Background: an optimization exercise with open tools, aiming at small area. Do not read the settings as production practice. The RTL was checked by simulation tests, not by an equivalence proof against the original design. No activity file was given, so power comes from the tool's default toggle rates. No driver is modelled on the clock port, so clocking that relies on it looks cheaper here than on a real chip.

==> trial 88 <==
==> flow/design.v (excerpt) <==
module sinc_dec_channel (
    input  wire        clk,
    input  wire        rst,         
    input  wire        restart,     
    input  wire        sinc4,       
    input  wire [10:0] osr,         
    input  wire [15:0] ofs,         
    input  wire [15:0] gain,        
    input  wire        md_valid,    
    input  wire        md_bit,      
    output reg         out_valid,
    output wire [15:0] out_value,
    output wire        out_ok,      
    output wire [3:0]  out_settle,
    output wire        out_clip,
    output wire [3:0]  out_seq
);
clock: 10.0 ns
lec_check: 0
cap_margin: 20
core_margin: 2
core_utilization: 60
slew_margin: 20
standard.sh (not shown) runs the stock make flow with config.mk's settings and CLKGATE_MAP_FILE= SYNTH_SCRIPT=/design/flow/synth_recipe.tcl, a recipe that flattens the netlist after the stock synthesis.
==> flow/flow/run.sh <==
#!/bin/bash
# Standard ORFS flow, with single-drive port buffers and a leaner clock tree.
bash standard.sh \
  "BUFFER_PORTS_ARGS=-buffer_cell sky130_fd_sc_hd__buf_1" \
  "CTS_ARGS=-sink_clustering_enable -repair_clock_nets -sink_clustering_size 30 -sink_clustering_max_diameter 150 -buf_list sky130_fd_sc_hd__clkbuf_16 -dont_use_dummy_load -root_buf sky130_fd_sc_hd__clkbuf_4" \
  finish > standard_run.log 2>&1
==> inputs of trial 69, as changes to trial 88 <==
--- a/flow/design.v
+++ b/flow/design.v
@@ -182,41 +182,42 @@
     reg  [9:0] r1, r2, r3, r4;
     reg        qr1, qr2, qr3;
     wire start = go & ccap & rc6 & active;
     wire ld    = (pc == 7'd20) | (pc == 7'd26) | (pc == 7'd32) | (pc == 7'd38) |
                  (pc == 7'd44) | (pc == 7'd50);
+    wire [9:0]  rm4 = k4 ? rm1 : 10'd0;
     wire [10:0] t1 = {r1, dbuf[5]};
     wire [11:0] e1 = add11(t1, ~{1'b0, rm1}, 1'b0);
     wire [10:0] t2 = {r2, qr1};
     wire [11:0] e2 = add11(t2, ~{1'b0, rm1}, 1'b0);
     wire [10:0] t3 = {r3, qr2};
     wire [11:0] e3 = add11(t3, ~{1'b0, rm1}, 1'b0);
     wire [10:0] t4 = {r4, qr3};
-    wire [11:0] e4 = add11(t4, ~{1'b0, rm1}, 1'b0);
+    wire [11:0] e4 = add11(t4, ~{1'b0, rm4}, 1'b0);
     wire        q1 = e1[11], q2 = e2[11], q3 = e3[11], q4 = e4[11];
-    wire        qo = k4 ? q4 : qr3;
     wire        zfill = start | ld;
     assign      sw    = zfill ? 6'd0 : rd;
     wire        sgn   = rd[5];
     wire [9:0]  rinit = sgn ? rm1 : 10'd0;
+    wire [9:0]  rini4 = sgn ? rm4 : 10'd0;
     always @(posedge clk) begin
         dbuf <= zfill ? rd : {dbuf[4:0], 1'b0};
         r1  <= start ? rinit : q1 ? e1[9:0] : t1[9:0];
         r2  <= start ? rinit : q2 ? e2[9:0] : t2[9:0];
         r3  <= start ? rinit : q3 ? e3[9:0] : t3[9:0];
-        r4  <= start ? rinit : q4 ? e4[9:0] : t4[9:0];
+        r4  <= start ? rini4 : q4 ? e4[9:0] : t4[9:0];
         qr1 <= start ? sgn : q1;
         qr2 <= start ? sgn : q2;
         qr3 <= start ? sgn : q3;
     end
     reg        qd1, qd2;     
     reg        fa, fb;       
     reg        sflag;        
     reg        dneg, dcin;
     reg  [1:0] dmag;
     wire nz1 = (r1 != 10'd0), nz2 = (r2 != 10'd0), nz3 = (r3 != 10'd0);
-    wire nz4 = k4 & (r4 != 10'd0);
+    wire nz4 = (r4 != 10'd0);
     wire sticky = sflag | nz4;
     wire w24   = (pc == 7'd60);
     wire w23   = (pc == 7'd61);
     wire w22   = (pc == 7'd62);
     wire wo15  = (pc >= 7'd61) & (pc <= 7'd63);
@@ -228,11 +229,11 @@
     wire rnd   = wlast & qd1 & (sticky | qd2) & ~ysat2;
     wire ypart = hdig & (fb ? ~w23 : qd2);
     wire [1:0] dsum = {1'b0, ypart} + {1'b0, obit} + {1'b0, rnd};
     wire [1:0] e24  = {1'b0, qd2} + {1'b0, cofs[15]};
     always @(posedge clk) begin
-        qd1 <= qo;
+        qd1 <= q4;
         qd2 <= qd1;
         if (w24) begin
             fa <= ~qd2 & ~qd1;
             fb <= ~qd2 & qd1;
         end else if (wlast) begin
==> flow/flow/run.sh (replaced) <==
#!/bin/bash
# Standard ORFS flow, with single-drive port buffers and a leaner clock tree.
bash standard.sh \
  "BUFFER_PORTS_ARGS=-buffer_cell sky130_fd_sc_hd__buf_1" \
  "CTS_ARGS=-sink_clustering_enable -repair_clock_nets -sink_clustering_size 30 -sink_clustering_max_diameter 150 -buf_list sky130_fd_sc_hd__clkbuf_16 -dont_use_dummy_load -root_buf sky130_fd_sc_hd__clkbuf_4" \
  RECOVER_POWER=100 \
  finish > standard_run.log 2>&1
==> qor summary <==
Total count of max-transition violations in the final report: trial 88 0; trial 69 161
Internal power summed over all cells: trial 88 2740 uW; trial 69 2770 uW
Complex-gate fraction of the synthesized area: trial 88 0.0776; trial 69 0.0843
Unique cell type count in the Yosys netlist: trial 88 71; trial 69 72
Hold worst-path end: trial 88 z3[25]; trial 69 i4[11]
Worst EP arrival: trial 88 9.62 ns; trial 69 9.83 ns
Placed Area: trial 88 0.0178 sq mm; trial 69 0.0179 sq mm
Worst-case setup slack after placement: trial 88 0.924 ns; trial 69 0.815 ns
Post-synthesis to final-layout area growth: trial 88 5.59%; trial 69 5.57%
Via-per-instance ratio: trial 88 5.21; trial 69 5.21
Global-route met2 utilization: trial 88 0.331; trial 69 0.319
Part of the power in registers: trial 88 0.585; trial 69 0.586
Summed instance area of the synthesized netlist: trial 88 0.0172 sq mm; trial 69 0.0174 sq mm
Pin count of the biggest net entering global routing: trial 88 65; trial 69 66
Y dimension of the die: trial 88 173 um; trial 69 174 um
GR Layer Usage met1: trial 88 0.313; trial 69 0.308
Amount of wire on met2 after detailed routing: trial 88 13600 um; trial 69 13200 um
Detailed-route wire length on metal 1: trial 88 14900 um; trial 69 15100 um
Flop-to-flop setup slack: trial 88 0.98 ns; trial 69 0.78 ns
Status: trial 88 complete, no violations; trial 69 failed layout checks
Violated checks: trial 88 -; trial 69 max-capacitance violations, max-slew violations
Pin slew with the least headroom to its limit: trial 88 0.972 ns; trial 69 2.79 ns
Average footprint of a synthesized cell: trial 88 12.1 sq um; trial 69 12.1 sq um
Post-route setup slack: trial 88 0.975 ns; trial 69 0.779 ns
Die Outline Area: trial 88 0.0301 sq mm; trial 69 0.0303 sq mm
Post-synthesis adder-cell area fraction: trial 88 0.150; trial 69 0.149
Fraction of synthesized cell area taken by the top area cell type: trial 88 0.499; trial 69 0.495
Via count of the first global-routing pass: trial 88 9529; trial 69 9580

static timing again, ports no longer ideal:
In the flow no input, the clock included, has a driving cell. The finished layouts below were timed again as built, in two steps. Step 1 (the two cells are an assumption about what drives the block):
set clk [get_ports {clk}]
set_driving_cell -lib_cell sky130_fd_sc_hd__clkbuf_16 $clk
set_driving_cell -lib_cell sky130_fd_sc_hd__buf_2 [delete_from_list [all_inputs] $clk]
Step 2 moves the port delays by t, midway between the first and last clock arrival at a register: inputs arrive t later, outputs are due t later. That takes back most of the time a late clock gives input paths. Slacks: ideal / step 1 / step 2; pairs: ideal / step 1.
| run | t, ns | slack for setup (ns) | hold WS [ns] | clock arrival spread, ns | worst slew at a driven data input, ns |
|---|---|---|---|---|---|
| trial 88 | 0.770 | 0.975 / 0.975 / 0.975 | 0.323 / 0.323 / 0.323 | 0.027 / 0.027 | 0.04 |
| trial 69 | 0.770 | 0.779 / 0.779 / 0.779 | 0.272 / 0.272 / 0.272 | 0.081 / 0.081 | 0.04 |
